Context: an optimization exercise on an open-source flow, tuned for small area and few clock cycles. The choices shown serve that exercise and are no tape-out recipe. RTL that was checked went through simulation tests only; none was proved equivalent to the original. No functional check of the RTL was part of runs 2 to 5. Power figures rest on the tool's default switching activity, not on a simulated workload.

## flow/config.mk

```make
export PLATFORM = sky130hd
export DESIGN_NAME = eland_tx
export DESIGN_NICKNAME = eland_tx
export VERILOG_FILES = /design/flow/design.v
export SDC_FILE = /design/flow/constraint.sdc
export NUM_CORES = 4
export LEC_CHECK = 0
export CAP_MARGIN = 20
export CORE_MARGIN = 2
export CORE_UTILIZATION = 30
export PLACE_DENSITY = 0.4
export SLEW_MARGIN = 20
```

## flow/constraint.sdc

```tcl
create_clock -name core_clock -period 12.0 [get_ports {clk}]
set_input_delay 2.4000 -clock core_clock [delete_from_list [all_inputs] [get_ports {clk}]]
set_output_delay 2.4000 -clock core_clock [all_outputs]
set_load 0.01 [all_outputs]
```

## flow/design.v

```verilog
module eland_tx (
    input  wire        clk,
    input  wire        rst,           
    input  wire        start,
    input  wire [10:0] length,        
    input  wire [1:0]  spread,        
    input  wire [6:0]  npre,          
    output wire        start_ready,
    input  wire [7:0]  in_data,
    input  wire        in_valid,
    output wire        in_ready,
    output wire        chip,
    output wire        chip_valid,
    output wire        chip_last,
    input  wire        chip_ready
);
    localparam [31:0] PRE_PAT  = 32'hB856E2D3;
    localparam [63:0] SYNC_PAT = 64'h35CA4FB1D670B94E;
    reg  [767:0] ring;                  
    wire [31:0]  r0 = ring[31:0];        
    wire [31:0]  r1 = ring[63:32];       
    reg  [4:0]   ph;                     
    reg  [3:0]   sv;                     
    wire [23:0]  dec = 24'd1 << ph;
    reg         ld;                      
    reg  [1:0]  lq;                      
    reg  [4:0]  ls;                      
    reg  [10:0] rem;                     
    reg  [31:0] crc;
    reg  [6:0]  koct_r;                  
    reg         last_r;                  
    wire        host    = (rem > 11'd4);
    wire        nz      = (rem != 11'd0);
    wire [1:0]  fidx    = 2'd0 - rem[1:0];
    wire [31:0] fcs     = ~crc;
    wire [7:0]  fbyte   = fcs >> {fidx, 3'b000};
    wire [7:0]  ov      = host ? in_data : (nz ? fbyte : 8'd0);
    wire        slot_hit = ld && (ph == ls);
    assign      in_ready = slot_hit && host;
    wire        inj     = slot_hit && (!host || in_valid);
    function automatic [31:0] crc32_byte;
        input [31:0] c;
        input [7:0]  d;
        integer k;
        reg [31:0] x;
        begin
            x = c ^ {24'd0, d};
            for (k = 0; k < 8; k = k + 1)
                x = x[0] ? ((x >> 1) ^ 32'hEDB88320) : (x >> 1);
            crc32_byte = x;
        end
    endfunction
    reg         rdy;                     
    reg  [4:0]  ccol;                    
    reg         comp;                    
    reg  [4:0]  ccnt;
    reg         capf;                    
    reg  [23:0] info;                    
    reg  [11:0] acca, accb;              
    reg         accqa, accqb;            
    reg  [23:0] pbuf;                    
    wire [11:0] sla, slb;
    wire        sqa, sqb;
    assign sla[0] =
        (dec[0] & r0[13]) |
        (dec[2] & r0[1]) |
        (dec[7] & r0[18]) |
        (dec[13] & r0[2]) |
        (dec[18] & r0[23]) |
        (dec[19] & r0[31]);
    assign slb[0] =
        (dec[3] & r0[18]) |
        (dec[4] & r0[13]) |
        (dec[6] & r0[1]) |
        (dec[9] & r0[2]) |
        (dec[22] & r0[23]) |
        (dec[23] & r0[31]);
    assign sla[1] =
        (dec[0] & r0[3]) |
        (dec[7] & r0[29]) |
        (dec[9] & r0[12]) |
        (dec[13] & r0[16]) |
        (dec[22] & r0[1]);
    assign slb[1] =
        (dec[3] & r0[29]) |
        (dec[4] & r0[3]) |
        (dec[9] & r0[16]) |
        (dec[13] & r0[12]) |
        (dec[18] & r0[1]);
    assign sla[2] =
        (dec[4] & r0[20]) |
        (dec[9] & r0[30]) |
        (dec[11] & r0[3]) |
        (dec[17] & r0[8]) |
        (dec[22] & r0[28]);
    assign slb[2] =
        (dec[0] & r0[20]) |
        (dec[13] & r0[30]) |
        (dec[15] & r0[3]) |
        (dec[18] & r0[28]) |
        (dec[21] & r0[8]);
    assign sla[3] =
        (dec[4] & r0[9]) |
        (dec[5] & r0[5]) |
        (dec[8] & r0[31]) |
        (dec[10] & r0[19]) |
        (dec[23] & r0[20]);
    assign slb[3] =
        (dec[0] & r0[9]) |
        (dec[1] & r0[5]) |
        (dec[12] & r0[31]) |
        (dec[14] & r0[19]) |
        (dec[19] & r0[20]);
    assign sla[4] =
        (dec[4] & r0[30]) |
        (dec[9] & r0[3]) |
        (dec[14] & r0[15]) |
        (dec[16] & r0[26]) |
        (dec[19] & r0[1]);
    assign slb[4] =
        (dec[0] & r0[30]) |
        (dec[10] & r0[15]) |
        (dec[13] & r0[3]) |
        (dec[20] & r0[26]) |
        (dec[23] & r0[1]);
    assign sla[5] =
        (dec[1] & r0[17]) |
        (dec[2] & r0[13]) |
        (dec[3] & r0[5]) |
        (dec[15] & r0[24]) |
        (dec[21] & r0[15]);
    assign slb[5] =
        (dec[5] & r0[17]) |
        (dec[6] & r0[13]) |
        (dec[7] & r0[5]) |
        (dec[11] & r0[24]) |
        (dec[17] & r0[15]);
    assign sla[6] =
        (dec[9] & r0[21]) |
        (dec[11] & r0[14]) |
        (dec[15] & r0[6]) |
        (dec[19] & r0[26]) |
        (dec[21] & r0[20]);
    assign slb[6] =
        (dec[11] & r0[6]) |
        (dec[13] & r0[21]) |
        (dec[15] & r0[14]) |
        (dec[17] & r0[20]) |
        (dec[23] & r0[26]);
    assign sla[7] =
        (dec[3] & r0[24]) |
        (dec[6] & r0[3]) |
        (dec[12] & r0[31]) |
        (dec[16] & r0[6]) |
        (dec[23] & r0[9]);
    assign slb[7] =
        (dec[2] & r0[3]) |
        (dec[7] & r0[24]) |
        (dec[8] & r0[31]) |
        (dec[19] & r0[9]) |
        (dec[20] & r0[6]);
    assign sla[8] =
        (dec[2] & r0[20]) |
        (dec[6] & r0[8]) |
        (dec[12] & r0[3]) |
        (dec[16] & r0[17]) |
        (dec[23] & r0[31]);
    assign slb[8] =
        (dec[2] & r0[8]) |
        (dec[6] & r0[20]) |
        (dec[8] & r0[3]) |
        (dec[19] & r0[31]) |
        (dec[20] & r0[17]);
    assign sla[9] =
        (dec[1] & r0[2]) |
        (dec[11] & r0[4]) |
        (dec[13] & r0[9]) |
        (dec[14] & r0[22]) |
        (dec[18] & r0[8]);
    assign slb[9] =
        (dec[5] & r0[2]) |
        (dec[9] & r0[9]) |
        (dec[10] & r0[22]) |
        (dec[15] & r0[4]) |
        (dec[22] & r0[8]);
    assign sla[10] =
        (dec[0] & r0[28]) |
        (dec[4] & r0[13]) |
        (dec[18] & r0[22]) |
        (dec[21] & r0[30]) |
        (dec[23] & r0[3]);
    assign slb[10] =
        (dec[0] & r0[13]) |
        (dec[4] & r0[28]) |
        (dec[17] & r0[30]) |
        (dec[19] & r0[3]) |
        (dec[22] & r0[22]);
    assign sla[11] =
        (dec[4] & r0[2]) |
        (dec[6] & r0[18]) |
        (dec[8] & r0[8]) |
        (dec[10] & r0[26]) |
        (dec[13] & r0[19]);
    assign slb[11] =
        (dec[0] & r0[2]) |
        (dec[2] & r0[18]) |
        (dec[9] & r0[19]) |
        (dec[12] & r0[8]) |
        (dec[14] & r0[26]);
    assign sqa =
        (dec[0] & (r0[4] ^ r0[14] ^ r0[29])) |
        (dec[1] & (r0[3] ^ r0[18])) |
        (dec[2] & (r0[2] ^ r0[14] ^ r0[21])) |
        (dec[3] & (r0[6] ^ r0[25])) |
        (dec[4] & (r0[3] ^ r0[10] ^ r0[14] ^ r0[21] ^ r0[31])) |
        (dec[5] & r0[6]) |
        (dec[6] & (r0[4] ^ r0[9] ^ r0[19])) |
        (dec[7] & (r0[19] ^ r0[30])) |
        (dec[8] & r0[9]) |
        (dec[9] & (r0[4] ^ r0[13] ^ r0[22] ^ r0[24] ^ r0[31])) |
        (dec[10] & (r0[20] ^ r0[27])) |
        (dec[11] & (r0[4] ^ r0[5] ^ r0[15])) |
        (dec[12] & r0[4]) |
        (dec[13] & (r0[3] ^ r0[10] ^ r0[17] ^ r0[20] ^ r0[24])) |
        (dec[14] & r0[23]) |
        (dec[15] & (r0[7] ^ r0[8] ^ r0[25])) |
        (dec[16] & (r0[7] ^ r0[18] ^ r0[24] ^ r0[27])) |
        (dec[17] & r0[9]) |
        (dec[18] & (r0[9] ^ r0[23])) |
        (dec[19] & (r0[2] ^ r0[16] ^ r0[27])) |
        (dec[20] & r0[24]) |
        (dec[21] & (r0[21] ^ r0[31])) |
        (dec[22] & (r0[2] ^ r0[8] ^ r0[29])) |
        (dec[23] & (r0[4] ^ r0[10] ^ r0[21]));
    assign sqb =
        (dec[0] & (r0[3] ^ r0[10] ^ r0[14] ^ r0[21] ^ r0[31])) |
        (dec[1] & r0[6]) |
        (dec[2] & (r0[4] ^ r0[9] ^ r0[19])) |
        (dec[3] & (r0[19] ^ r0[30])) |
        (dec[4] & (r0[4] ^ r0[14] ^ r0[29])) |
        (dec[5] & (r0[3] ^ r0[18])) |
        (dec[6] & (r0[2] ^ r0[14] ^ r0[21])) |
        (dec[7] & (r0[6] ^ r0[25])) |
        (dec[8] & r0[4]) |
        (dec[9] & (r0[3] ^ r0[10] ^ r0[17] ^ r0[20] ^ r0[24])) |
        (dec[10] & r0[23]) |
        (dec[11] & (r0[7] ^ r0[8] ^ r0[25])) |
        (dec[12] & r0[9]) |
        (dec[13] & (r0[4] ^ r0[13] ^ r0[22] ^ r0[24] ^ r0[31])) |
        (dec[14] & (r0[20] ^ r0[27])) |
        (dec[15] & (r0[4] ^ r0[5] ^ r0[15])) |
        (dec[16] & r0[24]) |
        (dec[17] & (r0[21] ^ r0[31])) |
        (dec[18] & (r0[2] ^ r0[8] ^ r0[29])) |
        (dec[19] & (r0[4] ^ r0[10] ^ r0[21])) |
        (dec[20] & (r0[7] ^ r0[18] ^ r0[24] ^ r0[27])) |
        (dec[21] & r0[9]) |
        (dec[22] & (r0[9] ^ r0[23])) |
        (dec[23] & (r0[2] ^ r0[16] ^ r0[27]));
    wire cstart = rdy && !comp && !capf && (ph[2:0] == 3'd7);
    reg [31:0] w;
    integer q;
    always @* begin
        for (q = 0; q < 4; q = q + 1) begin
            if (inj && lq == q)
                w[8*q +: 8] = ov;
            else if (comp)
                w[8*q +: 8] = {(ph[2:0] == 3'd7) ? sv[q] : r1[8*q], r0[8*q+1 +: 7]};
            else
                w[8*q +: 8] = r0[8*q +: 8];
        end
    end
    always @(posedge clk) begin
        ring <= {w, ring[767:32]};
        if (ph[2:0] == 3'd0)
            sv <= {r0[24], r0[16], r0[8], r0[0]};
    end
    function automatic [11:0] parity;
        input [11:0] l;
        input        qn;
        integer k;
        reg p0;
        reg [11:0] p;
        begin
            p0   = ^l;
            p[0] = p0;
            p[1] = l[0] ^ qn;
            for (k = 1; k <= 10; k = k + 1)
                p[k+1] = l[k] ^ p[k] ^ ((k == 6) ? p0 : 1'b0);
            parity = p;
        end
    endfunction
    wire [11:0] pa = parity(acca, accqa);
    wire [11:0] pb = parity(accb, accqb);
    reg  [23:0] pnew;
    integer j;
    always @* begin
        for (j = 0; j < 12; j = j + 1) begin
            pnew[2*j]   = pa[j];
            pnew[2*j+1] = pb[j];
        end
    end
    localparam E_IDLE = 3'd0, E_PRE = 3'd1, E_SYNC = 3'd2, E_PHR = 3'd3, E_PAY = 3'd4;
    reg [2:0]  est;
    reg [9:0]  cnt;
    reg [6:0]  rep;
    reg [8:0]  pn;
    reg [2:0]  srep;
    reg [4:0]  erow;
    reg [4:0]  ecol;
    reg        epar;
    reg [6:0]  ek;
    reg        elast;
    reg [10:0] len_r;
    reg [1:0]  sp_r;
    assign start_ready = (est == E_IDLE);
    wire   accept      = start && start_ready;
    function automatic [7:0] crc8_byte;
        input [7:0] c;
        input [7:0] d;
        integer k;
        reg [7:0] x;
        begin
            x = c ^ d;
            for (k = 0; k < 8; k = k + 1)
                x = x[7] ? ((x << 1) ^ 8'h07) : (x << 1);
            crc8_byte = x;
        end
    endfunction
    wire [7:0]  phr0 = len_r[7:0];
    wire [7:0]  phr1 = {3'b000, sp_r, len_r[10:8]};
    wire [23:0] phr  = {crc8_byte(crc8_byte(8'h00, phr0), phr1), phr1, phr0};
    wire [2:0]  smax    = (3'd1 << sp_r) - 3'd1;
    wire        lastrep = (srep == smax);
    wire [6:0]  rpos    = {erow, 2'b00} + {5'd0, ecol[4:3]};
    wire        row_ok  = rpos < ek;
    wire        nrow_ok = (rpos + 7'd4) < ek;
    wire        pay_ok  = epar || (capf && row_ok);
    reg chip_r;
    always @* begin
        case (est)
        E_PRE:   chip_r = PRE_PAT[cnt[4:0]];
        E_SYNC:  chip_r = SYNC_PAT[cnt[5:0]];
        E_PHR:   chip_r = phr[cnt[9:5]] ^ pn[0];
        E_PAY:   chip_r = (epar ? pbuf[erow] : info[erow]) ^ pn[0];
        default: chip_r = 1'b0;
        endcase
    end
    assign chip       = chip_r;
    assign chip_valid = (est == E_PRE) || (est == E_SYNC) || (est == E_PHR) ||
                        ((est == E_PAY) && pay_ok);
    assign chip_last  = (est == E_PAY) && epar && (erow == 5'd23) && (ecol == 5'd31) &&
                        elast && lastrep;
    wire   fire       = chip_valid && chip_ready;
    wire   xfer       = (est == E_PAY) && !epar && capf &&
                        (!row_ok || (fire && lastrep && (erow == 5'd23 || !nrow_ok)));
    integer m;
    always @(posedge clk) begin
        if (rst) begin
            ld   <= 1'b0;
            rdy  <= 1'b0;
            comp <= 1'b0;
            capf <= 1'b0;
            ph   <= 5'd0;
        end else begin
            ph <= (ph == 5'd23) ? 5'd0 : ph + 5'd1;
            if (accept) begin
                rem    <= length;
                crc    <= 32'hFFFFFFFF;
                ld     <= 1'b1;
                lq     <= 2'd0;
                ls     <= 5'd0;
                ph     <= 5'd0;
                koct_r <= (length > 11'd96) ? 7'd96 : length[6:0];
                last_r <= (length <= 11'd96);
            end
            if (inj) begin
                rem <= rem - {10'd0, nz};
                if (host)
                    crc <= crc32_byte(crc, in_data);
                if (ls == 5'd23) begin
                    ls <= 5'd0;
                    lq <= lq + 2'd1;
                    if (lq == 2'd3) begin
                        ld   <= 1'b0;
                        rdy  <= 1'b1;
                        ccol <= 5'd0;
                    end
                end else begin
                    ls <= ls + 5'd1;
                end
            end
            if (cstart) begin
                comp <= 1'b1;
                ccnt <= 5'd0;
            end
            if (comp) begin
                ccnt <= ccnt + 5'd1;
                if (ccnt == 5'd23) begin
                    comp <= 1'b0;
                    capf <= 1'b1;
                    ccol <= ccol + 5'd1;
                    if (ccol == 5'd31) begin
                        rdy <= 1'b0;
                        if (nz) begin
                            ld     <= 1'b1;
                            lq     <= 2'd0;
                            ls     <= 5'd0;
                            ph     <= 5'd0;
                            koct_r <= (rem > 11'd96) ? 7'd96 : rem[6:0];
                            last_r <= (rem <= 11'd96);
                        end
                    end
                end
            end
            if (xfer)
                capf <= 1'b0;
        end
    end
    always @(posedge clk) begin
        if (comp) begin
            acca  <= ((ccnt == 5'd0) ? 12'd0 : acca) ^ sla;
            accb  <= ((ccnt == 5'd0) ? 12'd0 : accb) ^ slb;
            accqa <= ((ccnt == 5'd0) ? 1'b0 : accqa) ^ sqa;
            accqb <= ((ccnt == 5'd0) ? 1'b0 : accqb) ^ sqb;
            if (ph[1:0] == 2'd0)
                for (m = 0; m < 6; m = m + 1)
                    if (ph[4:2] == m)
                        for (q = 0; q < 4; q = q + 1)
                            info[6*q + m] <= r0[8*q];
        end
        if (xfer)
            pbuf <= pnew;
    end
    always @(posedge clk) begin
        if (rst) begin
            est <= E_IDLE;
        end else begin
            case (est)
            E_IDLE: begin
                if (accept) begin
                    len_r <= length;
                    sp_r  <= spread;
                    rep   <= npre;
                    cnt   <= 10'd0;
                    est   <= E_PRE;
                end
            end
            E_PRE: if (fire) begin
                cnt <= cnt + 10'd1;
                if (cnt[4:0] == 5'd31) begin
                    rep <= rep - 7'd1;
                    if (rep == 7'd1) begin
                        est <= E_SYNC;
                        cnt <= 10'd0;
                    end
                end
            end
            E_SYNC: if (fire) begin
                cnt <= cnt + 10'd1;
                if (cnt[5:0] == 6'd63) begin
                    est <= E_PHR;
                    cnt <= 10'd0;
                    pn  <= 9'h1FF;
                end
            end
            E_PHR: if (fire) begin
                cnt <= cnt + 10'd1;
                pn  <= {pn[0] ^ pn[5], pn[8:1]};
                if (cnt == 10'd767) begin
                    est   <= E_PAY;
                    pn    <= 9'h1FF;
                    epar  <= 1'b0;
                    erow  <= 5'd0;
                    ecol  <= 5'd0;
                    srep  <= 3'd0;
                    ek    <= koct_r;
                    elast <= last_r;
                end
            end
            E_PAY: begin
                if (xfer) begin
                    epar <= 1'b1;
                    erow <= 5'd0;
                end
                if (fire) begin
                    pn <= {pn[0] ^ pn[5], pn[8:1]};
                    if (lastrep) begin
                        srep <= 3'd0;
                        if (!xfer) begin
                            if (epar && erow == 5'd23) begin
                                epar <= 1'b0;
                                erow <= 5'd0;
                                ecol <= ecol + 5'd1;
                                if (ecol == 5'd31) begin
                                    ek    <= koct_r;
                                    elast <= last_r;
                                    if (elast)
                                        est <= E_IDLE;
                                end
                            end else begin
                                erow <= erow + 5'd1;
                            end
                        end
                    end else begin
                        srep <= srep + 3'd1;
                    end
                end
            end
            default: est <= E_IDLE;
            endcase
        end
    end
endmodule
```

## flow/run.sh

```bash
#!/bin/bash
# synth_recipe.tcl (not shown) runs the flow's synth.tcl, then flattens the netlist and writes it again
# the make line also repeats each setting of config.mk as NAME=value (left out here)
make -C /OpenROAD-flow-scripts/flow DESIGN_CONFIG=/design/flow/config.mk WORK_HOME=/design/flow/orfs CLKGATE_MAP_FILE= SYNTH_SCRIPT=/design/flow/synth_recipe.tcl finish
```

==> results of run 1 <==
[registers in the layout, summed over array words and instances (netlist names), 9 cells and up]
| name | cells |
|---|---|
| acca | 12 |
| accb | 12 |
| cnt | 10 |
| crc | 32 |
| info | 24 |
| len_r | 11 |
| pbuf | 24 |
| pn | 9 |
| rem | 11 |
| ring | 768 |
[cells by family after synthesis]
kind of cell	Yosys count
buffers and inverters	133
AO/OA/AOI/OAI	293
adder cells (fa/ha/maj)	42
flip-flops	987
AND/OR/NAND/NOR	459
multiplexers	68
XOR/XNOR	232
[cell usage in the layout (no fill, tap or decap), types with 14 or more instances in the layout]
cell type	netlist	layout
dfxtp_1	780	779
edfxtp_1	207	207
nand2_1	164	164
xnor2_1	148	148
clkbuf_16	0	99
o21ai_0	92	92
nor2_1	82	82
xor2_1	76	76
a21oi_1	75	75
nor3_1	50	50
nand3_1	49	49
a22oi_1	45	45
inv_1	42	41
ha_1	41	41
clkdlybuf4s50_1	0	37
mux2_2	28	28
mux4_2	21	21
and2_1	21	20
and3_1	19	19
mux2i_1	19	19
clkinv_2	0	17
clkbuf_1	55	16
a222oi_1	15	15
clkbuf_8	0	14
buf_4	1	14
[metrics by stage]
stage,std cells,power [mW]
after global routing,3655,7.506
after floorplan,2214,4.000
after CTS,3655,7.301
after detailed placement,3472,4.169
after global placement,3472,4.160
final,3656,7.176
[final cells by class]
cell class / count / area, µm² / area share
antenna: 1 / 2.502 / 0.00007112
clock buffer: 129 / 2730 / 0.07760
clock inverter: 54 / 635.6 / 0.01807
inverter: 42 / 157.7 / 0.004481
multi-input combinational: 1094 / 7726 / 0.2196
sequential: 987 / 21830 / 0.6205
tap: 1298 / 1624 / 0.04616
timing repair buffer: 51 / 475.5 / 0.01351
[final timing paths]
| path | from | to | slack (ns) | depth (start not counted) |
|---|---|---|---|---|
| setup / recovery | epar$_SDFFCE_PN0P_ | chip | 5.91 | 9 |
| hold / removal | ring[176]$_DFF_P_ | ring[144]$_DFF_P_ | 0.31 | 0 |
| setup reg to reg | erow[0]$_SDFFCE_PN0P_ | pbuf[9]$_DFFE_PP_ | 8.59 | 10 |
| hold reg to reg | ring[176]$_DFF_P_ | ring[144]$_DFF_P_ | 0.31 | 0 |
[layer usage]
metal	vias up	GRT usage	routed length, µm	part of all wire
met5	-	0.001418	0	0
met4	0	0.04789	1602	0.027
met3	109	0.02791	3421	0.058
met2	383	0.1800	26650	0.45
met1	7672	0.1567	27820	0.47
li1	7764	-	-	-
[power breakdown]
| group | switching [mW] | internal [mW] | total [mW] |
|---|---|---|---|
| sequential | 0.0847 | 3.48 | 3.57 |
| clock | 1.29 | 1.80 | 3.08 |
| combinational | 0.302 | 0.222 | 0.523 |
==> run notes, run 1 <==
* Root buffer cell: clkbuf_16
* Cts repair resizes at 0
* IO buf count at 37
* Clk latency of the worst-skew pair at around 0.67 ns
* HP Class: register to register
* Top cell type by total area after synthesis: dfxtp_1
* DRC viols at 0
* Setup tns final at 0 ns
* Register bit total from synthesis at approximately 1000
* RSZ-0062 raised after global routing: no
* Final worst path period share at 0.5075
* Vias in the first global route at roughly 16000
* Final Cell Area at between 30000 and 40000 µm²
* P&R area growth vs syn at 17.04%
* Leakage at between 10 and 15 nW
* Crit path DAT at 3.69 ns
* Main synth FF type: dfxtp_1
* Compound-cell area share of the yosys netlist at 0.06243
* Worst path required time at around 9.6 ns
* Post-synthesis async set-or-reset flop share at 0
* Setup violations, final at 0
* Worst vdd ir at about 120 µV
* Layout cells sized above 1 at 0.1086
* Fin. max-slew vios at 0
* Max cap viols at 0
* Row count at 116
* Post-route ant nets at 0
* Simple-gate area share of the yosys netlist at 0.07309
* Hold Vio Cnt, Final at 0
* Max_slew headroom at 0.1774
* Worst Setup Slack post-DPL at 6.530 ns
* Post-synth top area share at 0.5194
* I/O pins at 38
* Top delay family on crit path: compound AO/OA/AOI/OAI gates
* Worst Setup Path Type: register to output port
* Worst hold margin at just over 0.3 ns
* Post-CTS Hold Buffers at 0
* Post-Synth Adder-Cell Area at 0.01740
* Status: finished clean
* Worst-path clk slew at around 0.06 ns
* Synth Cell Area at approximately 30000 µm²
* Yosys warns at 1
* Clock Tree Buf Depth at 3
* DRT iter0 DRCs at around 1300
* Setup Skew at 0.04401 ns
* Starting Density at 0.3015
* Worst setup SP type: register
* Pin count of the biggest net entering global routing at 79
* CP endpoint kind: output port
* Grt ovf at 0
* Pwr dens at slightly above 200 nW/µm²
* Die Span Y at ~320 µm
* Cts bufs inserted at 99
* Largest family of logic cells by synthesized area: simple AND/OR/NAND/NOR gates
* Post-Synth XOR/XNOR Area at 0.07042
* Final min period at 6.090 ns
* Final setup margin at around 5.9 ns
* Die ar. at approximately 100000 µm²
* Most numerous cell in the Yosys netlist: dfxtp_1
* Gr usage total at 0.1167
* Final-layout fill cell count at ~9600
* Synth cell count leaders: 780 x dfxtp_1, 207 x edfxtp_1, 164 x nand2_1
* Hpwl dp at ~39 mm
* Clk sinks at ~990
* Critical Path Fanout Max at 23
* Synthesized Nets at approximately 2300
* Area contributors post-synth: dfxtp_1 52%, edfxtp_1 21%, xnor2_1 4.3%
* Least-Margin Pin Slew at about 1.2 ns
* CP max stage cell: clkdlybuf4s50_1
* Global-route wire length before repair at about 94 mm
* Fin util at 0.3529
* Avg WL per Cell at 16.27 µm
* Peak per-stage delay on the critical path at ~0.58 ns
* H-tree levels at 3
* Final wirelength at slightly below 60 mm
* Initial antenna violation count at 1
* Vias at 15930
* Avg Vias per Cell at roughly 4.4
* Fmax at between 0.15 and 0.2 GHz
* Die Span X at around 320 µm
* Area after DPL at 31800 µm²
* Final nets at between 2000 and 2500
* Post-CTS Setup Inserts at 0
* Multiplexer share of the synthesized area at 0.03255
* Post-Syn Instances at around 2200
* Post-synth cell types at 76
* Number of synthesized flops with an enable pin at slightly above 200
* CTS tree: built
* Crit path buf inv count at 2
* Drt first pass iters at 9
* Register area share after synthesis at 0.7262
* Synthesized area per cell at 13.58 µm²
* Final GP Congestion at just over 0.8
* CORE AREA at roughly 100000 µm²
* Crit-path cells: buf_4, mux4_2, mux2i_1, o21ai_1, a22oi_1, nor2_1, o311a_1, a21oi_1, clkdlybuf4s50_1
Testbench counts, summed over its fixed seeds: cycles 1,812,489.
==> run 2, diff against run 1 <==
--- a/flow/design.v
+++ b/flow/design.v
@@ -53,7 +53,7 @@
     reg         rdy;                     
     reg  [4:0]  ccol;                    
     reg         comp;                    
-    reg  [4:0]  ccnt;
+    reg  [1:0]  cblk;                    
     reg         capf;                    
     reg  [23:0] info;                    
     reg  [11:0] acca, accb;              
@@ -305,31 +305,39 @@
     reg [9:0]  cnt;
     reg [6:0]  rep;
     reg [8:0]  pn;
-    reg [2:0]  srep;
-    reg [4:0]  erow;
-    reg [4:0]  ecol;
-    reg        epar;
+    wire [2:0] srep = cnt[2:0];          
+    wire [4:0] erow = cnt[7:3];          
+    wire       epar = cnt[8];            
+    wire [4:0] ecol = rep[4:0];          
     reg [6:0]  ek;
     reg        elast;
     reg [10:0] len_r;
     reg [1:0]  sp_r;
     assign start_ready = (est == E_IDLE);
     wire   accept      = start && start_ready;
-    function automatic [7:0] crc8_byte;
-        input [7:0] c;
-        input [7:0] d;
-        integer k;
-        reg [7:0] x;
-        begin
-            x = c ^ d;
-            for (k = 0; k < 8; k = k + 1)
-                x = x[7] ? ((x << 1) ^ 8'h07) : (x << 1);
-            crc8_byte = x;
-        end
-    endfunction
-    wire [7:0]  phr0 = len_r[7:0];
-    wire [7:0]  phr1 = {3'b000, sp_r, len_r[10:8]};
-    wire [23:0] phr  = {crc8_byte(crc8_byte(8'h00, phr0), phr1), phr1, phr0};
+    reg [12:0] cmask;
+    always @* begin
+        case (cnt[7:5])
+        3'd0: cmask = 13'h0151;
+        3'd1: cmask = 13'h03f2;
+        3'd2: cmask = 13'h07b5;
+        3'd3: cmask = 13'h0e6a;
+        3'd4: cmask = 13'h1cd5;
+        3'd5: cmask = 13'h18aa;
+        3'd6: cmask = 13'h1054;
+        default: cmask = 13'h00a8;
+        endcase
+    end
+    wire [12:0] phr_in  = {sp_r, len_r};
+    wire        crc8bit = ^(phr_in & cmask);
+    reg         phr_bit;
+    always @* begin
+        case (cnt[9:8])
+        2'd0:    phr_bit = len_r[cnt[7:5]];
+        2'd1:    phr_bit = (cnt[7:5] < 3'd5) ? phr_in[{1'b1, cnt[7:5]}] : 1'b0;
+        default: phr_bit = crc8bit;
+        endcase
+    end
     wire [2:0]  smax    = (3'd1 << sp_r) - 3'd1;
     wire        lastrep = (srep == smax);
     wire [6:0]  rpos    = {erow, 2'b00} + {5'd0, ecol[4:3]};
@@ -341,7 +349,7 @@
         case (est)
         E_PRE:   chip_r = PRE_PAT[cnt[4:0]];
         E_SYNC:  chip_r = SYNC_PAT[cnt[5:0]];
-        E_PHR:   chip_r = phr[cnt[9:5]] ^ pn[0];
+        E_PHR:   chip_r = phr_bit ^ pn[0];
         E_PAY:   chip_r = (epar ? pbuf[erow] : info[erow]) ^ pn[0];
         default: chip_r = 1'b0;
         endcase
@@ -392,11 +400,11 @@
             end
             if (cstart) begin
                 comp <= 1'b1;
-                ccnt <= 5'd0;
+                cblk <= 2'd0;
             end
-            if (comp) begin
-                ccnt <= ccnt + 5'd1;
-                if (ccnt == 5'd23) begin
+            if (comp && ph[2:0] == 3'd7) begin
+                cblk <= cblk + 2'd1;
+                if (cblk == 2'd2) begin
                     comp <= 1'b0;
                     capf <= 1'b1;
                     ccol <= ccol + 5'd1;
@@ -417,12 +425,13 @@
                 capf <= 1'b0;
         end
     end
+    wire cfirst = (cblk == 2'd0) && (ph[2:0] == 3'd0);
     always @(posedge clk) begin
         if (comp) begin
-            acca  <= ((ccnt == 5'd0) ? 12'd0 : acca) ^ sla;
-            accb  <= ((ccnt == 5'd0) ? 12'd0 : accb) ^ slb;
-            accqa <= ((ccnt == 5'd0) ? 1'b0 : accqa) ^ sqa;
-            accqb <= ((ccnt == 5'd0) ? 1'b0 : accqb) ^ sqb;
+            acca  <= (cfirst ? 12'd0 : acca) ^ sla;
+            accb  <= (cfirst ? 12'd0 : accb) ^ slb;
+            accqa <= (cfirst ? 1'b0 : accqa) ^ sqa;
+            accqb <= (cfirst ? 1'b0 : accqb) ^ sqb;
             if (ph[1:0] == 2'd0)
                 for (m = 0; m < 6; m = m + 1)
                     if (ph[4:2] == m)
@@ -470,28 +479,23 @@
                 if (cnt == 10'd767) begin
                     est   <= E_PAY;
                     pn    <= 9'h1FF;
-                    epar  <= 1'b0;
-                    erow  <= 5'd0;
-                    ecol  <= 5'd0;
-                    srep  <= 3'd0;
+                    cnt   <= 10'd0;
+                    rep   <= 7'd0;
                     ek    <= koct_r;
                     elast <= last_r;
                 end
             end
             E_PAY: begin
-                if (xfer) begin
-                    epar <= 1'b1;
-                    erow <= 5'd0;
-                end
+                if (xfer)
+                    cnt[8:3] <= 6'b100000;
                 if (fire) begin
                     pn <= {pn[0] ^ pn[5], pn[8:1]};
                     if (lastrep) begin
-                        srep <= 3'd0;
+                        cnt[2:0] <= 3'd0;
                         if (!xfer) begin
                             if (epar && erow == 5'd23) begin
-                                epar <= 1'b0;
-                                erow <= 5'd0;
-                                ecol <= ecol + 5'd1;
+                                cnt[8:3] <= 6'd0;
+                                rep[4:0] <= ecol + 5'd1;
                                 if (ecol == 5'd31) begin
                                     ek    <= koct_r;
                                     elast <= last_r;
@@ -499,11 +503,11 @@
                                         est <= E_IDLE;
                                 end
                             end else begin
-                                erow <= erow + 5'd1;
+                                cnt[7:3] <= erow + 5'd1;
                             end
                         end
                     end else begin
-                        srep <= srep + 3'd1;
+                        cnt[2:0] <= srep + 3'd1;
                     end
                 end
             end
--- a/flow/config.mk
+++ b/flow/config.mk
@@ -5,8 +5,9 @@
 export SDC_FILE = /design/flow/constraint.sdc
 export NUM_CORES = 4
 export LEC_CHECK = 0
+export ABC_AREA = 1
 export CAP_MARGIN = 20
 export CORE_MARGIN = 2
-export CORE_UTILIZATION = 30
-export PLACE_DENSITY = 0.4
+export CORE_UTILIZATION = 60
+export PLACE_DENSITY = 0.7
 export SLEW_MARGIN = 20
==> run 2 against run 1 <==
Against the previous run:
- critical endpoint unchanged
- still clean on timing, DRC and antenna
- cell area fell by 3.4%
- sequential share of layout area rose by 0.66 points
- global-route usage grew 15 points
==> run notes, run 2 <==
* CORE AREA at 49150 µm² (-51%)
* Top cell type by total area after synthesis: dfxtp_1
* Int Pwr at 5.504 mW (about the same)
* Commonest non-fill, non-tap cells in the layout: 779 x dfxtp_1, 392 x nand2_1, 215 x inv_1, 190 x edfxtp_1, 178 x nor2_1
* RSZ-0062 raised after global routing: no
* Reg2reg setup slack at 7.64 ns (-0.95 ns)
* Largest register by flop count: ring
* Drt first pass iters at 5 (-4)
* Number of synthesized flops with an enable pin at 190 (-8.2%)
* Die Span X at 227.6 µm (-29%)
* Setup Skew at 0.03333 ns (-0.01068 ns)
* Die ar. at 51790 µm² (-50%)
* Met1 Use GR at 0.3622 (+0.2054)
* Area after DPL at 31010 µm² (-2.5%)
* Cts repair resizes at 0 (unchanged)
* DRT iter0 DRCs at 1747 (+37%)
* Status: finished clean
* Pwr dens at 224.1 nW/µm² (+9.9%)
* Met3 Use GR at 0.04117 (+0.01326)
* Synth cell count leaders: 780 x dfxtp_1, 392 x nand2_1, 215 x inv_1
* Synthesized area per cell at 11.52 µm² (-15%)
* Worst hold margin at 0.3025 ns (-0.002843 ns)
* Layout cells sized above 1 at 0.07210 (-0.03651)
* Vias in the first global route at 18350 (+13%)
* Fin util at 0.6917 (+0.3389)
* Avg WL per Cell at 19.72 µm (+21%)
* Root buffer cell: clkbuf_16
* Reg power frac at 0.478 (-0.019)
* Final wirelength at 67.25 mm (+13%)
* CP max stage cell: edfxtp_1
* Hold Crit Start: ring[436]$_DFF_P_
* Most common cell after layout, fill and taps aside: dfxtp_1
* Final setup margin at 5.691 ns (-0.2194 ns)
* H-tree levels at 3 (unchanged)
* Comb power frac at 0.156 (+0.083)
* Crit path DAT at 3.91 ns (+0.22 ns)
* Setup tns final at 0 ns (unchanged)
* Grt ovf at 0 (unchanged)
* GRT busiest layer: met2
* Antenna cell count at 0 (-1)
* Net Switching at 2.115 mW (+27%)
* Global-route wire length before repair at 104.7 mm (+12%)
* Worst vdd ir at 175.8 µV (+47%)
* Pin count of the biggest net entering global routing at 84 (+6.3%)
* Least-Margin Pin Slew at 1.305 ns (+0.07365 ns)
* Worst setup SP type: register
* Yosys warns at 1 (unchanged)
* Non-Filler Instances at 3410 (-6.7%)
* Post-CTS Hold Buffers at 0 (unchanged)
* Post-CTS Setup Inserts at 0 (unchanged)
* Max_slew headroom at 0.1209 (-0.05652)
* Worst path required time at 9.60 ns (about the same)
* Synth Cell Area at 29990 µm² (-0.22%)
* Avg Vias per Cell at 5.382 (+24%)
* HP Class: register to register
* Post-synth cell types at 52 (-32%)
* Peak per-stage delay on the critical path at 0.90 ns (+0.32 ns)
* CP dominant cell by count: nand2_1
* Largest register FFs at 768 (unchanged)
* Area contributors post-synth: dfxtp_1 52%, edfxtp_1 19%, nand2_1 4.9%
* Clk sinks at 970 (-1.7%)
* Main synth FF type: dfxtp_1
* Worst Setup Path Type: register to output port
* Final worst path period share at 0.5258 (+0.01828)
* Register area share after synthesis at 0.7108 (-0.01538)
* P&R area growth vs syn at 13.36%
* Post-synth top area share at 0.5206 (+0.001170)
* Final GP Congestion at 0.9561 (+17%)
* Critical Path Fanout Max at 25 (+8.7%)
* Worst Setup Slack post-DPL at 6.370 ns (-0.1595 ns)
* Leakage at 13.97 nW (+8.3%)
* Met2 Track Usage GR at 0.4332 (+0.2532)
* Top flop regs: ring: 768 flops, crc: 32 flops
* Initial antenna violation count at 0 (-1)
* Gr usage total at 0.2661 (+0.1494)
* Placed Cells at 3256 (-6.2%)
* CP endpoint kind: output port
* Post-route ant nets at 0 (unchanged)
* Final min period at 6.309 ns (+0.2194 ns)
* Final Cell Area at 34000 µm² (-3.4%)
* Tot Pwr at 7.619 mW (+6.2%)
* Die Span Y at 227.6 µm (-29%)
* Starting Density at 0.6102 (+0.3087)
* Setup violations, final at 0 (unchanged)
* DRC viols at 0 (unchanged)
* Hold Vio Cnt, Final at 0 (unchanged)
* Clk latency of the worst-skew pair at 0.66 ns (about the same)
* Row count at 81 (-30%)
* Crit path buf inv count at 2 (unchanged)
* Top delay family on crit path: buffers and inverters
* Cts bufs inserted at 86 (-13%)
* Fmax at 0.1585 GHz (-3.5%)
* I/O pins at 38 (unchanged)
* Post-synthesis async set-or-reset flop share at 0 (unchanged)
* Switching part of the total at 0.2776 (+0.04466)
* Clock Tree Buf Depth at 3 (unchanged)
* Post-Syn Instances at 2604 (+18%)
* Clock power share at 0.366 (-0.064)
* Crit-path cells: clkinv_1, a21oi_1, a22oi_1, nand2_1, nand3_1, nand4_1, nand2_1, nand2_1, nand2_1, nand2_1, nand3_1, nand2_1, clkdlybuf4s50_1
* Final nets at 2754 (+17%)
* Worst-path clk slew at 0.06 ns (about the same)
* CTS tree: built
* Crit path launch: cnt[3]$_DFFE_PP_
* Hpwl dp at 43.04 mm (+12%)
* IO buf count at 37 (unchanged)
* Fin. max-slew vios at 0 (unchanged)
* Most numerous cell in the Yosys netlist: dfxtp_1
* Reg2Reg Launch Point: cnt[3]$_DFFE_PP_
* Synthesized Nets at 2677 (+17%)
* Vias at 18350 (+15%)
* Max cap viols at 0 (unchanged)
* Register bit total from synthesis at 970 (-1.7%)
-- run 2: changes by cell type after synthesis, sizes merged, moves of 28 or more --
| cell | before | now |
|---|---|---|
| nor3 | 51 | 19 |
| nor2 | 83 | 182 |
| o22ai | 1 | 41 |
| nand3 | 50 | 94 |
| a22oi | 45 | 16 |
| mux2 | 28 | 0 |
| nand2 | 165 | 400 |
| xnor2 | 150 | 77 |
| xor2 | 78 | 112 |
| inv | 42 | 236 |
-- run 2: final cells by class --
type                            count  area (µm²)
Fill cell                        3361       15150
Multi-Input combinational cell   1332        7521
Inverter                          246       924.6
Clock buffer                      130        2613
Tap cell                          664       830.8
Timing Repair Buffer               45       450.4
Sequential cell                   970       21320
Clock inverter                     23       339.1
-- run 2: final timing paths --
kind	to	cells after the start
worst max register to register	rep[4]$_DFFE_PP_	13
worst max-delay path	chip	13
worst min register to register	ring[404]$_DFF_P_	0
worst min-delay path	ring[404]$_DFF_P_	0
-- run 2: logic make-up (layout without fill, tap and decap cells) --
group | count (synthesis) | in the layout | synth area share
adders and majority gates | 40 | 40 | 0.01669
and+or+nand+nor | 743 | 743 | 0.1032
xor gates and xnor gates | 189 | 189 | 0.05894
buffers and inverters | 302 | 444 | 0.03863
muxes | 1 | 1 | 0.0003337
AOI/OAI and AO/OA | 359 | 359 | 0.07142
DFF | 970 | 970 | 0.7108
-- run 2: power by group through the flow --
stage	clock network (mW)	registers, mW	logic, mW
after CTS	2.84	3.64	1.17
after global placement	0	3.70	1.12
after floorplan	0	3.64	0.872
final	2.79	3.64	1.19
after global routing	2.96	3.66	1.32
after detailed placement	0	3.71	1.15
-- run 2: layer usage --
| metal | share of wire | vias up |
|---|---|---|
| li1 | - | 8728 |
| met1 | 0.44 | 8769 |
| met2 | 0.47 | 690 |
| met3 | 0.054 | 164 |
| met4 | 0.033 | 0 |
| met5 | 0 | - |
==> run 3, diff against run 2 <==
--- a/flow/design.v
+++ b/flow/design.v
@@ -257,7 +257,10 @@
         (dec[21] & r0[9]) |
         (dec[22] & (r0[9] ^ r0[23])) |
         (dec[23] & (r0[2] ^ r0[16] ^ r0[27]));
-    wire cstart = rdy && !comp && !capf && (ph[2:0] == 3'd7);
+    wire ldone  = inj && (lq == 2'd3) && (ls == 5'd23);
+    wire cstart = (rdy || ldone) && !comp && (!capf || xfer) && (ph[2:0] == 3'd7);
+    wire lstart = !ld && nz && (ph == 5'd23) &&
+                  (!rdy || (ccol == 5'd31 && (comp || cstart)));
     reg [31:0] w;
     integer q;
     always @* begin
@@ -382,6 +385,13 @@
                 koct_r <= (length > 11'd96) ? 7'd96 : length[6:0];
                 last_r <= (length <= 11'd96);
             end
+            if (lstart) begin
+                ld     <= 1'b1;
+                lq     <= 2'd0;
+                ls     <= 5'd0;
+                koct_r <= (rem > 11'd96) ? 7'd96 : rem[6:0];
+                last_r <= (rem <= 11'd96);
+            end
             if (inj) begin
                 rem <= rem - {10'd0, nz};
                 if (host)
@@ -408,17 +418,8 @@
                     comp <= 1'b0;
                     capf <= 1'b1;
                     ccol <= ccol + 5'd1;
-                    if (ccol == 5'd31) begin
+                    if (ccol == 5'd31)
                         rdy <= 1'b0;
-                        if (nz) begin
-                            ld     <= 1'b1;
-                            lq     <= 2'd0;
-                            ls     <= 5'd0;
-                            ph     <= 5'd0;
-                            koct_r <= (rem > 11'd96) ? 7'd96 : rem[6:0];
-                            last_r <= (rem <= 11'd96);
-                        end
-                    end
                 end
             end
             if (xfer)
--- a/flow/config.mk
+++ b/flow/config.mk
@@ -9,5 +9,7 @@
 export CAP_MARGIN = 20
 export CORE_MARGIN = 2
 export CORE_UTILIZATION = 60
+export CTS_BUF_LIST = sky130_fd_sc_hd__clkbuf_4
+export CTS_CLUSTER_SIZE = 20
 export PLACE_DENSITY = 0.7
 export SLEW_MARGIN = 20
==> run 3 against run 2 <==
Against the previous run:
- still clean on timing, DRC and antenna
- final cell count grew 4.5%
- first-iteration DRC count shrank 27%
- setup slack lost 0.30 ns
- utilization shrank 0.31 points
- cell area shrank 0.66%
- non-clock buffer count shrank 2
- count of clock-buffer cells in the layout grew 184
- global-route usage grew 0.094 points
- flip-flop and latch count is the same
- sequential power shrank 2%
- die area shrank 0.26%
==> run notes, run 3 <==
* Status: finished clean
* Final min period at 6.609 ns (+0.2995 ns)
* Final setup margin at 5.391 ns (-0.2995 ns)
* Most numerous cell in the Yosys netlist: dfxtp_1
* Final worst path period share at 0.5507 (+0.02496)
* Register area share after synthesis at 0.7127 (+0.001873)
* Worst setup SP type: register
* Pin count of the biggest net entering global routing at 83 (-1.2%)
* Top cell type by total area after synthesis: dfxtp_1
* CP endpoint kind: output port
* Fin util at 0.6886 (-0.003136)
* Crit path DAT at 4.21 ns (+0.30 ns)
* Row count at 81 (unchanged)
* Setup Skew at 0.07311 ns (+0.03978 ns)
* Worst vdd ir at 163.7 µV (-6.9%)
* I/O pins at 38 (unchanged)
* Switching part of the total at 0.2795 (+0.001966)
* RSZ-0062 raised after global routing: no
* Synthesized area per cell at 11.91 µm² (+3.4%)
* Post-synth cell types at 60 (+15%)
* Setup tns final at 0 ns (unchanged)
* Global-route wire length before repair at 103.4 mm (-1.2%)
* Cts bufs inserted at 218 (+150%)
* Number of synthesized flops with an enable pin at 190 (unchanged)
* Avg WL per Cell at 18.81 µm (-4.6%)
* IO buf count at 37 (unchanged)
* Reg power frac at 0.511 (+0.033)
* Least-Margin Pin Slew at 1.183 ns (-0.1218 ns)
* Yosys warns at 1 (unchanged)
* Hpwl dp at 44.38 mm (+3.1%)
* HP Class: register to register
* CTS tree: built
* Clock power share at 0.362 (-0.004)
* Leakage at 13.90 nW (-0.53%)
* Hold Vio Cnt, Final at 0 (unchanged)
* Post-route ant nets at 0 (unchanged)
* Clock Tree Buf Depth at 3 (unchanged)
* Cts repair resizes at 0 (unchanged)
* Comb power frac at 0.127 (-0.029)
* Initial antenna violation count at 4 (+4)
* Die Span X at 227.3 µm (-0.13%)
* DRT iter0 DRCs at 1271 (-27%)
* Post-CTS Hold Buffers at 0 (unchanged)
* Post-synth top area share at 0.5220 (+0.001372)
* Clk latency of the worst-skew pair at 1.05 ns (+0.39 ns)
* Pwr dens at 207.0 nW/µm² (-7.6%)
* Avg Vias per Cell at 5.150 (-4.3%)
* Post-CTS Setup Inserts at 0 (unchanged)
* Synthesized Nets at 2584 (-3.5%)
* Die ar. at 51660 µm² (-0.26%)
* Fmax at 0.1513 GHz (-4.5%)
* Grt ovf at 0 (unchanged)
* Final wirelength at 67.00 mm (-0.37%)
* Largest register FFs at 768 (unchanged)
* Root buffer cell: clkbuf_4
* Reg2reg setup slack at 7.75 ns (+0.11 ns)
* DRC viols at 0 (unchanged)
* H-tree levels at 4 (+1)
* CORE AREA at 49050 µm² (-0.21%)
* Net Switching at 1.955 mW (-7.6%)
* Final GP Congestion at 0.9556 (about the same)
* Main synth FF type: dfxtp_1
* Layout cells sized above 1 at 0.1432 (+0.07105)
* P&R area growth vs syn at 12.91%
* Synth Cell Area at 29910 µm² (-0.26%)
* Fin. max-slew vios at 0 (unchanged)
* Commonest non-fill, non-tap cells in the layout: 779 x dfxtp_1, 329 x nand2_1, 314 x clkbuf_4, 227 x inv_1, 190 x edfxtp_1
* Setup violations, final at 0 (unchanged)
* Most common cell after layout, fill and taps aside: dfxtp_1
* Worst-path clk slew at 0.07 ns (about the same)
* Int Pwr at 5.038 mW (-8.5%)
* Max cap viols at 0 (unchanged)
* Vias at 18350 (-0.027%)
* Starting Density at 0.6099 (about the same)
* Max_slew headroom at 0.2076 (+0.08668)
* Drt first pass iters at 5 (unchanged)
* Post-synthesis async set-or-reset flop share at 0 (unchanged)
* Clk sinks at 970 (unchanged)
* Register bit total from synthesis at 970 (unchanged)
* Vias in the first global route at 18830 (+2.6%)
* Largest register by flop count: ring
* Die Span Y at 227.3 µm (-0.13%)
* Worst Setup Slack post-DPL at 6.447 ns (+0.07720 ns)
* Top flop regs: ring: 768 flops, crc: 32 flops
* Worst path required time at 9.60 ns (about the same)
* Final nets at 2791 (+1.3%)
* Critical Path Fanout Max at 24 (-4.0%)
* Area contributors post-synth: dfxtp_1 52%, edfxtp_1 19%, nand2_1 4.1%
* Synth cell count leaders: 780 x dfxtp_1, 329 x nand2_1, 227 x inv_1
* Post-Syn Instances at 2511 (-3.6%)
* Gr usage total at 0.2671 (+0.0009444)
* Worst Setup Path Type: register to output port
==> run 3: layer usage <==
metal / share of wire / routed length (µm) / vias to the layer above / global-route usage
met1: 0.43 / 29120 / 8658 / 0.3392
li1: - / - / 8895 / -
met4: 0.042 / 2816 / 0 / 0.1529
met2: 0.47 / 31500 / 631 / 0.4260
met3: 0.053 / 3568 / 162 / 0.05731
met5: 0 / 0 / - / 0
==> run 3: kinds of logic after synthesis <==
kind of cell / Yosys count / synth area share
buf+inv: 297 / 0.03848
compound gates: 352 / 0.07374
simple gates: 653 / 0.09532
fa+ha+maj: 40 / 0.01673
flops: 970 / 0.7127
xor+xnor: 199 / 0.06303
==> run 3: critical path: stages (launching register included) <==
cell             delay [ns]
edfxtp_1               0.89
inv_1                  0.57
a21oi_1                0.28
a22oi_1                0.12
nand2_1                0.07
nand3_1                0.09
nand4_1                0.13
nand2_1                0.06
nand3_1                0.10
nand2_1                0.06
nand2_1                0.08
nand3_1                0.09
nand2_1                0.12
clkdlybuf4s50_1        0.54
==> run 3: power by group through the flow <==
stage	registers, mW	clock network (mW)	logic [mW]
floorplan	3.57	0	0.668
global placement	3.64	0	0.854
detailed placement	3.64	0	0.873
CTS	3.57	2.61	0.882
global route	3.58	2.76	0.988
finish	3.57	2.53	0.888
==> run 3: cell type report <==
cell class,count,area [µm²]
clock buffer,314,2357
antenna,6,15.01
inverter,241,907.1
timing repair buffer,43,415.4
fill,3473,15280
clock inverter,80,479.2
tap,664,830.8
sequential,970,21320
multi-input combinational,1244,7450
==> run 3: path summary, 6_finish.rpt <==
path,cells after the start,from,to
setup / recovery,13,cnt[3]$_DFFE_PP_,chip
hold / removal,0,ring[217]$_DFF_P_,ring[185]$_DFF_P_
hold reg to reg,0,ring[217]$_DFF_P_,ring[185]$_DFF_P_
setup reg to reg,19,cnt[3]$_DFFE_PP_,koct_r[0]$_DFFE_PP_
==> run 3: stage by stage <==
step / hold WS (ns) / power (mW) / cell area [µm²] / instances
2_1_floorplan: 0.3096 / 4.240 / 29910 / 2511
3_3_place_gp: 0.3096 / 4.495 / 30920 / 3161
3_5_place_dp: 0.3121 / 4.516 / 30920 / 3162
4_1_cts: 0.2972 / 7.062 / 33760 / 3556
5_1_grt: 0.2751 / 7.331 / 33780 / 3562
6_report: 0.2984 / 6.992 / 33780 / 3562
==> run 4, diff against run 3 <==
--- a/flow/config.mk
+++ b/flow/config.mk
@@ -9,7 +9,7 @@
 export CAP_MARGIN = 20
 export CORE_MARGIN = 2
 export CORE_UTILIZATION = 60
-export CTS_BUF_LIST = sky130_fd_sc_hd__clkbuf_4
-export CTS_CLUSTER_SIZE = 20
+export CTS_BUF_LIST = sky130_fd_sc_hd__clkbuf_8
+export CTS_CLUSTER_SIZE = 40
 export PLACE_DENSITY = 0.7
 export SLEW_MARGIN = 20
==> run 4 against run 3 <==
Against the previous run:
- still clean
- first-iteration DRC count rose by 2.1%
- power rose by 1.6%
- worst hold slack improved by 0.0090 ns
- clock power rose by 4%
- combinational power rose by 0.6%
- synthesized cell count did not move
- critical path type unchanged
- largest power group unchanged
==> run notes, run 4 <==
* Grt ovf at 0 (unchanged)
* Most common cell after layout, fill and taps aside: dfxtp_1
* Pwr dens at 209.9 nW/µm² (+1.4%)
* Worst Setup Path Type: register to output port
* CP max stage cell: edfxtp_1
* RSZ-0062 raised after global routing: no
* Post-CTS Hold Buffers at 0 (unchanged)
* Row count at 81 (unchanged)
* Worst path required time at 9.60 ns (about the same)
* Layout cells sized above 1 at 0.1010 (-0.04214)
* Yosys warns at 1 (unchanged)
* Final worst path period share at 0.5304 (-0.02031)
* Avg Vias per Cell at 5.240 (+1.7%)
* Post-CTS Setup Inserts at 0 (unchanged)
* Number of synthesized flops with an enable pin at 190 (unchanged)
* DRT iter0 DRCs at 1298 (+2.1%)
* Vias in the first global route at 18190 (-3.4%)
* Top cell type by total area after synthesis: dfxtp_1
* Drt first pass iters at 5 (unchanged)
* Cts repair resizes at 0 (unchanged)
* Area contributors post-synth: dfxtp_1 52%, edfxtp_1 19%, nand2_1 4.1%
* CP endpoint kind: output port
* H-tree levels at 4 (unchanged)
* Hpwl dp at 44.38 mm (unchanged)
* Final nets at 2714 (-2.8%)
* Top flop regs: ring: 768 flops, crc: 32 flops
* Global-route wire length before repair at 102.9 mm (-0.49%)
* Clk sinks at 970 (unchanged)
* Root buffer cell: clkbuf_8
* Die ar. at 51660 µm² (unchanged)
* CP dominant cell by count: nand2_1
* Avg WL per Cell at 19.60 µm (+4.2%)
* Final wirelength at 66.99 mm (about the same)
* Worst setup SP type: register
* Initial antenna violation count at 2 (-2)
* Die Span X at 227.3 µm (unchanged)
* Peak per-stage delay on the critical path at 0.88 ns (about the same)
* Worst vdd ir at 182.4 µV (+11%)
* Setup violations, final at 0 (unchanged)
* Fin. max-slew vios at 0 (unchanged)
* Least-Margin Pin Slew at 1.135 ns (-0.04785 ns)
* Critical Path Fanout Max at 24 (unchanged)
* Post-synth cell types at 60 (unchanged)
* Pin count of the biggest net entering global routing at 83 (unchanged)
* HP Class: register to register
* Setup Skew at 0.03845 ns (-0.03465 ns)
* Crit path DAT at 3.97 ns (-0.24 ns)
* Main synth FF type: dfxtp_1
* CTS tree: built
* IO buf count at 37 (unchanged)
* Commonest non-fill, non-tap cells in the layout: 779 x dfxtp_1, 329 x nand2_1, 266 x inv_1, 190 x edfxtp_1, 172 x clkbuf_8
* Largest register by flop count: ring
* Synth Cell Area at 29910 µm² (unchanged)
* Starting Density at 0.6099 (unchanged)
* Cts bufs inserted at 141 (-35%)
* DRC viols at 0 (unchanged)
* Most numerous cell in the Yosys netlist: dfxtp_1
* Max cap viols at 0 (unchanged)
* Largest register FFs at 768 (unchanged)
* Hold Vio Cnt, Final at 0 (unchanged)
* Worst-path clk slew at 0.07 ns (about the same)
* Clock Tree Buf Depth at 3 (unchanged)
* Status: finished clean
* CORE AREA at 49050 µm² (unchanged)
* I/O pins at 38 (unchanged)
* Fin util at 0.6900 (+0.001454)
* Post-synthesis async set-or-reset flop share at 0 (unchanged)
* Fmax at 0.1571 GHz (+3.8%)
* P&R area growth vs syn at 13.15%
* Final GP Congestion at 0.9556 (unchanged)
* Die Span Y at 227.3 µm (unchanged)
* Synth cell count leaders: 780 x dfxtp_1, 329 x nand2_1, 227 x inv_1
* Synthesized area per cell at 11.91 µm² (unchanged)
* Post-Syn Instances at 2511 (unchanged)
* Final min period at 6.365 ns (-0.2437 ns)
* Crit-path cells: inv_1, a21oi_1, a22oi_1, nand2_1, nand3_1, nand4_1, nand2_1, nand3_1, nand2_1, nand2_1, nand3_1, nand2_1, clkdlybuf4s50_1
* Post-route ant nets at 0 (unchanged)
* Max_slew headroom at 0.2397 (+0.03205)
* Setup tns final at 0 ns (unchanged)
* Vias at 17900 (-2.4%)
* Register area share after synthesis at 0.7127 (unchanged)
* Register bit total from synthesis at 970 (unchanged)
* Gr usage total at 0.2672 (about the same)
* Leakage at 13.86 nW (-0.26%)
* Synthesized Nets at 2584 (unchanged)
* Post-synth top area share at 0.5220 (unchanged)
* Clk latency of the worst-skew pair at 0.78 ns (-0.27 ns)
run 4: cell counts after synthesis:
No cell type changed its count.
run 4: final timing paths:
path | from | to | slack (ns) | cells after the start
setup reg to reg | cnt[3]$_DFFE_PP_ | koct_r[4]$_DFFE_PP_ | 7.77 | 19
hold reg to reg | ring[657]$_DFF_P_ | ring[625]$_DFF_P_ | 0.31 | 0
setup / recovery | cnt[3]$_DFFE_PP_ | chip | 5.63 | 13
hold / removal | ring[657]$_DFF_P_ | ring[625]$_DFF_P_ | 0.31 | 0
run 4: final cells by class:
class / instances / area, µm²
Fill cell: 3408 / 15200
Clock inverter: 82 / 553.0
Antenna cell: 1 / 2.502
Clock buffer: 172 / 2367
Multi-Input combinational cell: 1244 / 7450
Timing Repair Buffer: 43 / 415.4
Inverter: 241 / 907.1
Sequential cell: 970 / 21320
Tap cell: 664 / 830.8
run 4: where the power goes:
part / internal [mW] / switching (mW)
sequential: 3.46 / 0.120
clock: 1.40 / 1.23
combinational: 0.313 / 0.580
run 4: cells by family after synthesis:
group / synth area share
AOI/OAI and AO/OA: 0.07374
xor gates and xnor gates: 0.06303
adders and majority gates: 0.01673
buffers and inverters: 0.03848
DFF: 0.7127
and+or+nand+nor: 0.09532
run 4: per-layer routing:
layer,vias up,global-route usage,share of wire
met5,-,0,0
met2,616,0.4278,0.47
met3,158,0.05408,0.053
met1,8523,0.3422,0.43
li1,8607,-,-
met4,0,0.1476,0.043
run 4: stage by stage:
| stage | std cells | hold slack, ns | instance area (µm²) | setup slack, ns | power, mW |
|---|---|---|---|---|---|
| 3_5_place_dp | 3162 | 0.3121 | 30920 | 6.447 | 4.516 |
| 5_1_grt | 3417 | 0.3072 | 33850 | 5.373 | 7.392 |
| 6_report | 3417 | 0.3074 | 33850 | 5.635 | 7.104 |
| 3_3_place_gp | 3161 | 0.3096 | 30920 | 6.473 | 4.495 |
| 2_1_floorplan | 2511 | 0.3096 | 29910 | 7.398 | 4.240 |
| 4_1_cts | 3416 | 0.2936 | 33850 | 5.603 | 7.157 |
run 4: critical path: cells and delay by family, from the launching register on:
family	cells	cell delay [ns]
AOI/OAI and AO/OA	2	0.41
DFF	1	0.88
buffers and inverters	2	1.13
and+or+nand+nor	9	0.79
==> run 5, diff against run 4 <==
==> flow/flow/run.sh (new file) <==
#!/bin/bash
# Standard layout, with clock tree synthesis told not to add dummy loads.
set -euo pipefail
export CTS_ARGS="-sink_clustering_enable -repair_clock_nets -dont_use_dummy_load"
bash standard.sh > standard.log 2>&1
==> flow/standard.sh (new file) <==
#!/bin/bash
# synth_recipe.tcl (not shown) runs the flow's synth.tcl, then flattens the netlist and writes it again
# the make line also repeats each setting of config.mk as NAME=value (left out here)
make -C /OpenROAD-flow-scripts/flow DESIGN_CONFIG=/design/flow/config.mk WORK_HOME=/design/flow/orfs CLKGATE_MAP_FILE= SYNTH_SCRIPT=/design/flow/synth_recipe.tcl "${@:-finish}"
==> flow/config.mk (replaced) <==
export PLATFORM = sky130hd
export DESIGN_NAME = eland_tx
export DESIGN_NICKNAME = eland_tx
export VERILOG_FILES = /design/flow/design.v
export SDC_FILE = /design/flow/constraint.sdc
export NUM_CORES = 4
export LEC_CHECK = 0
export CAP_MARGIN = 20
export CORE_MARGIN = 2
export CORE_UTILIZATION = 60
export PLACE_DENSITY = 0.7
export SLEW_MARGIN = 20
removed: flow/run.sh
==> run 5 against run 4 <==
Against the previous run:
- first-iteration DRC count decreased by 15%
- die area decreased by 0.29%
- clock power down 13%
- critical endpoint unchanged
- global-route usage down 3.8 points
- combinational power is 7.4% lower
- utilization fell by 2.0 points
- power decreased by 5.8%
- register-to-register slack worse by 0.16 ns
- sequential power barely moved
- highest routed layer unchanged
==> run notes, run 5 <==
* P&R area growth vs syn at 10.20%
* Root buffer cell: clkbuf_16
* RSZ-0062 raised after global routing: no
* Post-route ant nets at 0 (unchanged)
* Tot Pwr at 6.690 mW (-5.8%)
* Synthesized area per cell at 13.37 µm² (+12%)
* Cts bufs inserted at 86 (-39%)
* Post-synthesis async set-or-reset flop share at 0 (unchanged)
* Peak per-stage delay on the critical path at 0.77 ns (-0.11 ns)
* Global-route wire length before repair at 90.04 mm (-13%)
* Drt first pass iters at 7 (+2)
* DRT iter0 DRCs at 1099 (-15%)
* Worst setup SP type: register
* CP max stage cell: edfxtp_1
* CTS tree: built
* Top delay family on crit path: multiplexers
* Vias in the first global route at 16080 (-12%)
* Placed Cells at 2853 (-9.8%)
* Number of synthesized flops with an enable pin at 190 (unchanged)
* Synthesized Nets at 2304 (-11%)
* Commonest non-fill, non-tap cells in the layout: 779 x dfxtp_1, 190 x edfxtp_1, 180 x nand2_1, 152 x xnor2_1, 95 x nor2_1
* Largest register by flop count: ring
* CORE AREA at 49050 µm² (unchanged)
* Post-synth top area share at 0.5235 (+0.001555)
* Grt ovf at 0 (unchanged)
* Worst vdd ir at 166.9 µV (-8.5%)
* Synth cell count leaders: 780 x dfxtp_1, 190 x edfxtp_1, 180 x nand2_1
* Avg WL per Cell at 19.50 µm (-0.51%)
* Avg Vias per Cell at 5.453 (+4.1%)
* Worst path required time at 9.60 ns (about the same)
* Area after DPL at 30700 µm² (-0.73%)
* Hold Vio Cnt, Final at 0 (unchanged)
* Max_slew headroom at 0.2106 (-0.02905)
* Final min period at 6.605 ns (+0.2404 ns)
* Worst Setup Slack post-DPL at 6.022 ns (-0.4251 ns)
* Met1 Use GR at 0.3114 (-0.03080)
* HP Class: register to register
* Final nets at 2350 (-13%)
* Crit path DAT at 4.21 ns (+0.24 ns)
* Synth Cell Area at 29830 µm² (-0.30%)
* Setup tns final at 0 ns (unchanged)
* Largest register FFs at 768 (unchanged)
* Area contributors post-synth: dfxtp_1 52%, edfxtp_1 19%, xnor2_1 4.5%
* Die ar. at 51510 µm² (-0.29%)
* CP dominant cell by count: mux2_2
* Status: finished clean
* IO buf count at 37 (unchanged)
* GRT busiest layer: met2
* Met2 Track Usage GR at 0.3661 (-0.06173)
* Die Span X at 227.0 µm (-0.15%)
* Non-Filler Instances at 2939 (-14%)
* Starting Density at 0.6081 (-0.001811)
* Final Cell Area at 32870 µm² (-2.9%)
* Vias at 16030 (-10%)
* Fin. max-slew vios at 0 (unchanged)
* Most numerous cell in the Yosys netlist: dfxtp_1
* Row count at 81 (unchanged)
* Register bit total from synthesis at 970 (unchanged)
* Final worst path period share at 0.5505 (+0.02003)
* Post-CTS Setup Inserts at 0 (unchanged)
* Worst Setup Path Type: register to output port
* Leakage at 12.22 nW (-12%)
* Crit path buf inv count at 2 (unchanged)
* Post-CTS Hold Buffers at 0 (unchanged)
* CP endpoint kind: output port
* Met3 Use GR at 0.04698 (-0.007099)
* Reg2reg setup slack at 7.61 ns (-0.16 ns)
* DRC viols at 0 (unchanged)
* Yosys warns at 1 (unchanged)
* H-tree levels at 3 (-1)
* Pin count of the biggest net entering global routing at 77 (-7.2%)
* I/O pins at 38 (unchanged)
* Final wirelength at 57.32 mm (-14%)
* Clock Tree Buf Depth at 3 (unchanged)
* Cts repair resizes at 0 (unchanged)
* Critical Path Fanout Max at 23 (-4.2%)
* Post-synth cell types at 95 (+58%)
* Main synth FF type: dfxtp_1
* Worst hold margin at 0.2823 ns (-0.02500 ns)
* Gr usage total at 0.2293 (-0.03784)
* Crit-path cells: buf_4, mux2i_4, mux2_2, o32a_1, o22ai_1, a221oi_1, xnor2_1, mux2_2, o211ai_2, clkdlybuf4s50_1
* Final setup margin at 5.395 ns (-0.2404 ns)
* Clk sinks at 970 (unchanged)
* Fin util at 0.6701 (-0.01997)
* Clk latency of the worst-skew pair at 0.64 ns (-0.14 ns)
* Least-Margin Pin Slew at 1.175 ns (+0.03983 ns)
* Setup Skew at 0.09044 ns (+0.05199 ns)
* Fmax at 0.1514 GHz (-3.6%)
* Setup violations, final at 0 (unchanged)
* Final GP Congestion at 0.9033 (-5.5%)
* Hpwl dp at 36.84 mm (-17%)
* Initial antenna violation count at 0 (-2)
* Most common cell after layout, fill and taps aside: dfxtp_1
* Pwr dens at 203.5 nW/µm² (-3.0%)
* Layout cells sized above 1 at 0.08308 (-0.01794)
* Antenna cell count at 0 (-1)
* Worst-path clk slew at 0.06 ns (about the same)
* Top flop regs: ring: 768 flops, crc: 32 flops
* Top cell type by total area after synthesis: dfxtp_1
* Post-Syn Instances at 2231 (-11%)
* Max cap viols at 0 (unchanged)
* Die Span Y at 227.0 µm (-0.15%)
* Register area share after synthesis at 0.7148 (+0.002123)
## run 5: cell count changes in the layout (fill, tap and decap cells not counted), sizes merged, moves of 29 or more
| cell | before | now |
|---|---|---|
| clkinv | 32 | 0 |
| nor3 | 21 | 56 |
| nor2 | 150 | 96 |
| nand3 | 91 | 33 |
| nand2 | 347 | 180 |
| mux2 | 0 | 29 |
| xor2 | 110 | 59 |
| inv | 280 | 49 |
| xnor2 | 89 | 155 |
| clkbuf | 172 | 86 |
| o22ai | 44 | 5 |
## run 5: routing by layer
| metal | part of all wire | vias to the layer above |
|---|---|---|
| met5 | 0 | - |
| met4 | 0.027 | 0 |
| met3 | 0.059 | 116 |
| met2 | 0.47 | 477 |
| met1 | 0.45 | 7679 |
| li1 | - | 7755 |
## run 5: cells by family after synthesis
kind of cell / synth area share
XOR/XNOR: 0.06385
flip-flops: 0.7148
AND/OR/NAND/NOR: 0.07568
buffers and inverters: 0.02047
adder cells (fa/ha/maj): 0.01678
AO/OA/AOI/OAI: 0.07404
multiplexers: 0.03436
## run 5: final timing paths
| check | from | end | depth (start not counted) |
|---|---|---|---|
| worst min-delay path | ring[344]$_DFF_P_ | ring[312]$_DFF_P_ | 0 |
| worst max register to register | cnt[4]$_DFFE_PP_ | ls[3]$_SDFFCE_PP0P_ | 10 |
| worst min register to register | ring[344]$_DFF_P_ | ring[312]$_DFF_P_ | 0 |
| worst max-delay path | cnt[5]$_DFFE_PP_ | chip | 10 |
## run 5: layout make-up
class / instances / area, µm²
Clock buffer: 86 / 2152
Tap cell: 664 / 830.8
Fill cell: 3562 / 16180
Sequential cell: 970 / 21320
Inverter: 49 / 183.9
Timing Repair Buffer: 49 / 460.4
Multi-Input combinational cell: 1121 / 7919
## run 5: where the power goes
part,internal [mW],switching [mW]
clock network,1.26,1.04
registers,3.43,0.136
logic,0.370,0.457

==> what the ideal ports hide <==
Ports are ideal in the flow. The routed layouts listed here were re-timed in OpenROAD. Step 1 (the two cells are an assumption about what drives the block):
set clk [get_ports {clk}]
set_driving_cell -lib_cell sky130_fd_sc_hd__clkbuf_16 $clk
set_driving_cell -lib_cell sky130_fd_sc_hd__buf_2 [delete_from_list [all_inputs] $clk]
Step 2 times the ports against the registers' clock, not the clock port: input delays grow and output delays shrink by t, the midpoint of the rising clock arrivals with the driver on. a / b / c = no drivers / after step 1 / after step 2; a / b = the first two.
run | shift t [ns] | slack for setup (ns) | hold slack, ns | cell pins on the clock port's net
run 1 | 0.714 | 5.910 / 5.848 / 6.562 | 0.305 / 0.305 / 0.305 | 1
run 2 | 0.695 | 5.691 / 5.629 / 6.324 | 0.303 / 0.303 / 0.303 | 1
run 3 | 1.072 | 5.391 / 5.332 / 6.404 | 0.298 / 0.298 / 0.298 | 1
run 4 | 0.821 | 5.635 / 5.576 / 6.397 | 0.307 / 0.307 / 0.307 | 1
run 5 | 0.649 | 5.395 / 5.337 / 5.986 | 0.282 / 0.282 / 0.282 | 1
After both steps setup and hold are still met in every run listed.
